Background: an optimization exercise with open tools, aiming at small area. Do not read the settings as production practice. The RTL was checked by simulation tests, not by an equivalence proof against the original design. The flow treats the clock pin as an ideal source, which a real chip does not have.

// acq_decim
module acq_decim (
    input  wire        clk,
    input  wire        rst,         
    input  wire        md,          
    output reg         out_valid,   
    output reg  [27:0] out_data,    
    output reg         out_ovr      
);
    localparam integer CW = 36;     
    localparam integer AW = 52;     
    localparam integer NS = 19;     
    reg  [CW-1:0] integ1, integ2, integ3, integ4, integ5;
    wire [CW-1:0] s1, s2, s3, s4, s5;
    acq_decim_rca #(CW) u_i1 (.a(integ1), .b({{(CW-1){~md}}, 1'b1}), .ci(1'b0), .s(s1));
    acq_decim_rca #(CW) u_i2 (.a(integ2), .b(s1), .ci(1'b0), .s(s2));
    acq_decim_rca #(CW) u_i3 (.a(integ3), .b(s2), .ci(1'b0), .s(s3));
    acq_decim_rca #(CW) u_i4 (.a(integ4), .b(s3), .ci(1'b0), .s(s4));
    acq_decim_rca #(CW) u_i5 (.a(integ5), .b(s4), .ci(1'b0), .s(s5));
    always @(posedge clk) begin
        if (rst) begin
            integ1 <= 0; integ2 <= 0; integ3 <= 0; integ4 <= 0; integ5 <= 0;
        end else begin
            integ1 <= s1; integ2 <= s2; integ3 <= s3; integ4 <= s4; integ5 <= s5;
        end
    end
    reg [6:0] phase;
    reg       ticked;      
    reg [2:0] p;           
    reg [4:0] rel;         
    wire tick    = (phase == 7'd124);
    wire cstep   = tick | (ticked & (phase < 7'd4));
    wire rstep   = ticked & (phase == 7'd4);
    wire win     = ticked & (phase >= 7'd5) & (phase <= 7'd118);
    reg [2:0] vis;         
    always @* begin
        if (phase < 7'd24)       vis = 3'd0;
        else if (phase < 7'd43)  vis = 3'd1;
        else if (phase < 7'd62)  vis = 3'd2;
        else if (phase < 7'd81)  vis = 3'd3;
        else if (phase < 7'd100) vis = 3'd4;
        else                     vis = 3'd5;
    end
    always @(posedge clk) begin
        if (rst) begin
            phase  <= 0;
            ticked <= 1'b0;
            p      <= 0;
            rel    <= 0;
        end else begin
            phase <= tick ? 7'd0 : phase + 7'd1;
            if (tick) begin
                ticked <= 1'b1;
                p      <= (!ticked || p == 3'd4) ? 3'd0 : p + 3'd1;
            end
            if (!(tick && ticked && p == 3'd4))
                rel <= (rel == NS - 1) ? 5'd0 : rel + 5'd1;
        end
    end
  ...
Size: ~3,600 cells after synthesis, about 1,400 flip-flops, roughly 33 I/O pins, about 43,000 um^2 of cells after synthesis.
==> flow/config.mk <==
export PLATFORM = sky130hd
export DESIGN_NAME = acq_decim
export DESIGN_NICKNAME = acq_decim
export VERILOG_FILES = /design/flow/design.v
export SDC_FILE = /design/flow/constraint.sdc
export NUM_CORES = 4
export LEC_CHECK = 0
export ABC_AREA = 1
export CAP_MARGIN = 20
export CORE_MARGIN = 2
export CORE_UTILIZATION = 55
export SLEW_MARGIN = 20
==> flow/constraint.sdc <==
create_clock -name core_clock -period 50.0 [get_ports {clk}]
set_input_delay 10.0000 -clock core_clock [delete_from_list [all_inputs] [get_ports {clk}]]
set_output_delay 10.0000 -clock core_clock [all_outputs]
set_load 0.01 [all_outputs]
standard.sh (not shown) runs the stock make flow with config.mk's settings and CLKGATE_MAP_FILE= SYNTH_SCRIPT=/design/flow/synth_recipe.tcl, a recipe that flattens the netlist after the stock synthesis.
==> flow/flow/run.sh <==
#!/bin/bash
# The standard layout (standard synthesis unchanged), except that the clock
# tree is built without dummy loads: clock_tree_synthesis gets
# -dont_use_dummy_load, with the flow's usual options and 35-sink clusters.
# make's full output goes to layout.log in this folder.
set -euo pipefail
bash standard.sh \
  "CTS_ARGS=-sink_clustering_enable -repair_clock_nets -sink_clustering_size 35 -sink_clustering_max_diameter 60 -dont_use_dummy_load" \
  finish > layout.log 2>&1
The starting point ran to the end with no violations.
Then changed:
==> flow/run.sh (new file) <==
#!/bin/bash
# synth_recipe.tcl (not shown) runs the flow's synth.tcl, then flattens the netlist and writes it again
# the make line also repeats each setting of config.mk as NAME=value (left out here)
make -C /OpenROAD-flow-scripts/flow DESIGN_CONFIG=/design/flow/config.mk WORK_HOME=/design/flow/orfs CLKGATE_MAP_FILE= SYNTH_SCRIPT=/design/flow/synth_recipe.tcl finish
--- a/flow/config.mk
+++ b/flow/config.mk
@@ -9,4 +9,6 @@
 export CAP_MARGIN = 20
 export CORE_MARGIN = 2
-export CORE_UTILIZATION = 55
+export CORE_UTILIZATION = 40
+export CTS_CLUSTER_DIAMETER = 60
+export CTS_CLUSTER_SIZE = 35
 export SLEW_MARGIN = 20
removed: flow/flow/run.sh
removed: flow/standard.sh
What happened:
- sequential share of layout area decreases by 2.3 points
- design area increases by 3.9%
- utilization decreases by 15 points
- via count hardly moves
- global-route usage decreases by 6.3 points
- fmax is about the same
Then changed:
==> flow/flow/run.sh (new file) <==
#!/bin/bash
# The standard layout (standard synthesis unchanged), with two changes:
#  * the clock tree is built without dummy loads (-dont_use_dummy_load), in
#    sink clusters of at most 30 flip-flops and 100 um;
#  * the port buffers that global placement inserts are buf_1 cells.
# make's full output goes to layout.log in this folder.
set -euo pipefail
bash standard.sh \
  "BUFFER_PORTS_ARGS=-buffer_cell sky130_fd_sc_hd__buf_1" \
  "CTS_ARGS=-sink_clustering_enable -repair_clock_nets -sink_clustering_size 30 -sink_clustering_max_diameter 100 -dont_use_dummy_load" \
  finish > layout.log 2>&1
==> flow/standard.sh (new file) <==
#!/bin/bash
# synth_recipe.tcl (not shown) runs the flow's synth.tcl, then flattens the netlist and writes it again
# the make line also repeats each setting of config.mk as NAME=value (left out here)
make -C /OpenROAD-flow-scripts/flow DESIGN_CONFIG=/design/flow/config.mk WORK_HOME=/design/flow/orfs CLKGATE_MAP_FILE= SYNTH_SCRIPT=/design/flow/synth_recipe.tcl "${@:-finish}"
--- a/flow/config.mk
+++ b/flow/config.mk
@@ -9,6 +9,4 @@
 export CAP_MARGIN = 20
 export CORE_MARGIN = 2
-export CORE_UTILIZATION = 40
-export CTS_CLUSTER_DIAMETER = 60
-export CTS_CLUSTER_SIZE = 35
+export CORE_UTILIZATION = 55
 export SLEW_MARGIN = 20
removed: flow/run.sh
What happened: The changed run produced a clean layout; synthesized cell count does not change; design area decreases by 5.1%; via count increases by 0.50%; hold slack got worse by 0.034 ns.

========
Setup of quartz:
Another version of the RTL of acq_decim (not shown whole).
Size in the first run: about 3600 cells after synthesis, roughly 1400 flip-flops.
Settings: LEC_CHECK=0, CAP_MARGIN=20, CORE_MARGIN=2, CORE_UTILIZATION=40, SLEW_MARGIN=20; clock period 50.0 ns.
run.sh (not shown) runs the stock make flow with config.mk's settings and CLKGATE_MAP_FILE= SYNTH_SCRIPT=/design/flow/synth_recipe.tcl, a recipe that flattens the netlist after the stock synthesis.
Stock flow here: none of the scripts above is used.
quartz: full flow OK, the timing, design-rule and antenna checks passed
diff inputs: quartz => lagoon
Settings: CORE_UTILIZATION now 65, was 40; CTS_BUF_LIST now sky130_fd_sc_hd__clkbuf_4 sky130_fd_sc_hd__clkbuf_8, previously not set.
Compared with quartz, in lagoon clock network area share shows an increase of 0.81 points; sequential cell area share increased by 0.24 points relative to the old numbers.
Summary of lagoon over quartz: average cell area after synthesis essentially unchanged; first-pass GRT wire length saw an increase; combined area of the multi-input logic cells about even; tap cell instance count went down.
quartz has lower clock-buffer cell count than lagoon.

## separate check: timing with driven ports
No port has a modelled driver above. Below, the same layouts with a new extraction and two added sets of constraints.
Step 1 (the two cells are an assumption about what drives the block):
set clk [get_ports {clk}]
set_driving_cell -lib_cell sky130_fd_sc_hd__clkbuf_16 $clk
set_driving_cell -lib_cell sky130_fd_sc_hd__buf_2 [delete_from_list [all_inputs] $clk]
Step 2 moves the port delays by t, midway between the first and last clock arrival at a register: inputs arrive t later, outputs are due t later. That takes back most of the time a late clock gives input paths.
a / b / c = ideal ports / drivers / drivers and shift; a / b = the first two.
| run | t (ns) | setup WS [ns] | slew at the worst register clock pin (ns) |
|---|---|---|---|
| the first run of note 1 | 0.659 | 18.297 / 18.231 / 18.890 | 0.12 / 0.12 |
| the second run of note 1 | 0.731 | 18.308 / 18.245 / 18.976 | 0.12 / 0.12 |
| the third run of note 1 | 0.669 | 18.529 / 18.467 / 19.136 | 0.11 / 0.11 |
| quartz | 0.747 | 21.224 / 21.277 / 20.530 | 0.07 / 0.07 |
| lagoon | 0.910 | 20.737 / 20.767 / 19.857 | 0.08 / 0.08 |
After both steps every run listed still meets setup and hold. For lagoon, which loses most, drivers alone change the setup slack by +0.030 ns; drivers and shift together by -0.880 ns.
